This is an optimization exercise on Yosys and OpenROAD, whose aim is small area and a short achievable clock period, not a production implementation.
In this exercise RTL edits were held to simulation tests only and were not proved equivalent to the original.
Power and IR drop assume default switching activity.

Design store_cvt, start of the top module:
module store_cvt (
    input  wire        clk,
    input  wire        rst,
    input  wire        start,
    input  wire [3:0]  cfg_fmt,             
    input  wire        cfg_acc_int,         
    input  wire [1:0]  cfg_round,           
    input  wire [1:0]  cfg_round_default,   
    input  wire        cfg_e5m2_inf,
    input  wire [4:0]  cfg_shift,           
    input  wire [31:0] cfg_sr_seed,
    input  wire [7:0]  cfg_bough,           
    input  wire [15:0] cfg_opseq,           
    input  wire        in_valid,
    input  wire [31:0] in_data,
    input  wire [7:0]  in_scale,            
    output reg         out_valid,
    output reg  [31:0] out_data,
    output reg         out_nan,
    output reg         out_inf,
    output reg         out_sat,
    output reg         out_flush
);
    localparam [1:0] M_RNE = 2'd1, M_RTZ = 2'd2, M_SR = 2'd3;
    reg [3:0] fmt;
    reg       acc;
    reg [1:0] mode;
    reg       e5inf;
    reg [4:0] shift;
    always @(posedge clk) begin
        if (start) begin
            fmt   <= cfg_fmt;
            acc   <= cfg_acc_int;
            mode  <= (cfg_round == 2'd0) ? cfg_round_default : cfg_round;
            e5inf <= cfg_e5m2_inf;
  ...
export LEC_CHECK = 0
export ABC_AREA = 1
export CAP_MARGIN = 0
export CORE_MARGIN = 2
export CORE_UTILIZATION = 50
export PLACE_DENSITY = 0.6
export SLEW_MARGIN = 0
create_clock -name core_clock -period 30.0 [get_ports {clk}]
standard.sh (not shown) runs the stock make flow with config.mk's settings and CLKGATE_MAP_FILE= SYNTH_SCRIPT=/design/flow/synth_recipe.tcl, a recipe that flattens the netlist after the stock synthesis.
==> flow/flow/run.sh <==
#!/bin/bash
set -euo pipefail
export SETUP_SLACK_MARGIN=23.0
export SKIP_GATE_CLONING=1
bash standard.sh > make.log 2>&1
The starting point finished clean.
Next try:
CORE_UTILIZATION = 65   (was 50)
PLACE_DENSITY = 0.75   (was 0.6)
=> The new run produced a clean layout; clock skew barely changes; count of clock-buffer cells in the layout is lower by 3; die area is lower by about a fifth; flip-flop and latch count stays the same; global-route usage is higher by 8.2 points; routed wire length is lower by a few percent.
Next try:
==> flow/flow/run.sh (replaced) <==
#!/bin/bash
set -euo pipefail
export SETUP_SLACK_MARGIN=23.8
export SKIP_GATE_CLONING=1
bash standard.sh > make.log 2>&1
CAP_MARGIN = 20   (was 0)
CORE_UTILIZATION = 50   (was 65)
PLACE_DENSITY = 0.6   (was 0.75)
SLEW_MARGIN = 20   (was 0)
- core utilization falls by 13 points
- synthesized area is unchanged
- fmax hardly moves
Next try:
==> flow/run.sh (new file) <==
#!/bin/bash
# synth_recipe.tcl (not shown) runs the flow's synth.tcl, then flattens the netlist and writes it again
# the make line also repeats each setting of config.mk as NAME=value (left out here)
make -C /OpenROAD-flow-scripts/flow DESIGN_CONFIG=/design/flow/config.mk WORK_HOME=/design/flow/orfs CLKGATE_MAP_FILE= SYNTH_SCRIPT=/design/flow/synth_recipe.tcl finish
removed: flow/flow/run.sh
removed: flow/standard.sh
Critical path depth rises by 6.
Sequential share of layout area increases by 0.75 points.
Flip-flop and latch count does not change.
Synthesized area stays the same.

store_cvt, a different RTL version from the one above (not shown whole).
Size: roughly 3400 cells after synthesis, about 170 flip-flops, about 150 I/O pins, ~23000 sq um of cells after synthesis.
==> flow/config.mk <==
export PLATFORM = sky130hd
export DESIGN_NAME = store_cvt
export DESIGN_NICKNAME = store_cvt
export VERILOG_FILES = /design/flow/design.v
export SDC_FILE = /design/flow/constraint.sdc
export NUM_CORES = 4
export LEC_CHECK = 0
export ABC_AREA = 1
export CAP_MARGIN = 20
export CORE_MARGIN = 2
export CORE_UTILIZATION = 50
export PLACE_DENSITY = 0.6
export SLEW_MARGIN = 20
==> flow/constraint.sdc <==
create_clock -name core_clock -period 30.0 [get_ports {clk}]
set_input_delay 6.0000 -clock core_clock [delete_from_list [all_inputs] [get_ports {clk}]]
set_output_delay 6.0000 -clock core_clock [all_outputs]
set_load 0.01 [all_outputs]
run.sh (not shown) runs the stock make flow with config.mk's settings and CLKGATE_MAP_FILE= SYNTH_SCRIPT=/design/flow/synth_recipe.tcl, a recipe that flattens the netlist after the stock synthesis.
Stock flow here: none of the scripts above is used.
Next try:
--- a/flow/config.mk
+++ b/flow/config.mk
@@ -8,2 +8 @@
-export ABC_AREA = 1
-export CAP_MARGIN = 20
+export CAP_MARGIN = 40
@@ -11,3 +10,3 @@
-export CORE_UTILIZATION = 50
-export PLACE_DENSITY = 0.6
-export SLEW_MARGIN = 20
+export CORE_UTILIZATION = 20
+export PLACE_DENSITY = 0.3
+export SLEW_MARGIN = 40
Result: The changed run finished with timing, DRC and antenna clean; core utilization is lower by 33 points; register-to-register slack degrades by 1.2 ns; setup slack is worse by 0.92 ns; synthesized area came out higher by 10%; final cell count goes up by 19%; wire length increases by 57%; final area came out higher by 15%; non-clock buffer count climbs by 44; via count goes up by 6.6%; combinational power goes up by 14%; clock-buffer cell count is lower by 1.

[static timing again, ports no longer ideal]
Ports are ideal in the flow. The routed layouts listed here were re-timed in OpenROAD. Step 1: set_driving_cell puts a clkbuf_16 on clk and a buf_2 on each other input, an assumption about the parent block. Step 2 adds t to the input delays and takes it off the output delays; t is the mean of the earliest and latest rising clock arrival at the registers after step 1. Input paths then give back, and output paths get back, about the clock's delay inside the block. a / b / c = ideal ports / drivers / drivers and shift; a / b = the first two.
run | t (ns) | setup WS [ns] | worst hold slack (ns) | worst register clock-pin slew, ns | cell pins on the clock port's net
the first run of note 1 | 0.558 | 23.044 / 22.991 / 22.523 | 0.413 / 0.413 / 0.413 | 0.08 / 0.08 | 1
the second run of note 1 | 0.524 | 23.049 / 23.012 / 22.507 | 0.426 / 0.426 / 0.426 | 0.08 / 0.08 | 1
the third run of note 1 | 0.550 | 23.067 / 23.012 / 22.529 | 0.409 / 0.409 / 0.409 | 0.08 / 0.08 | 1
the fourth run of note 1 | 0.554 | 21.941 / 21.976 / 21.422 | 0.408 / 0.408 / 0.408 | 0.08 / 0.08 | 1
the first run of note 2 | 0.553 | 22.245 / 22.278 / 21.725 | 0.416 / 0.416 / 0.416 | 0.07 / 0.07 | 1
the second run of note 2 | 0.602 | 21.323 / 21.323 / 21.323 | 0.461 / 0.461 / 0.461 | 0.09 / 0.09 | 1
After both steps every run listed still meets setup and hold. For the second run of note 1, which loses most, drivers alone change the setup slack by -0.037 ns; drivers and shift together by -0.542 ns.
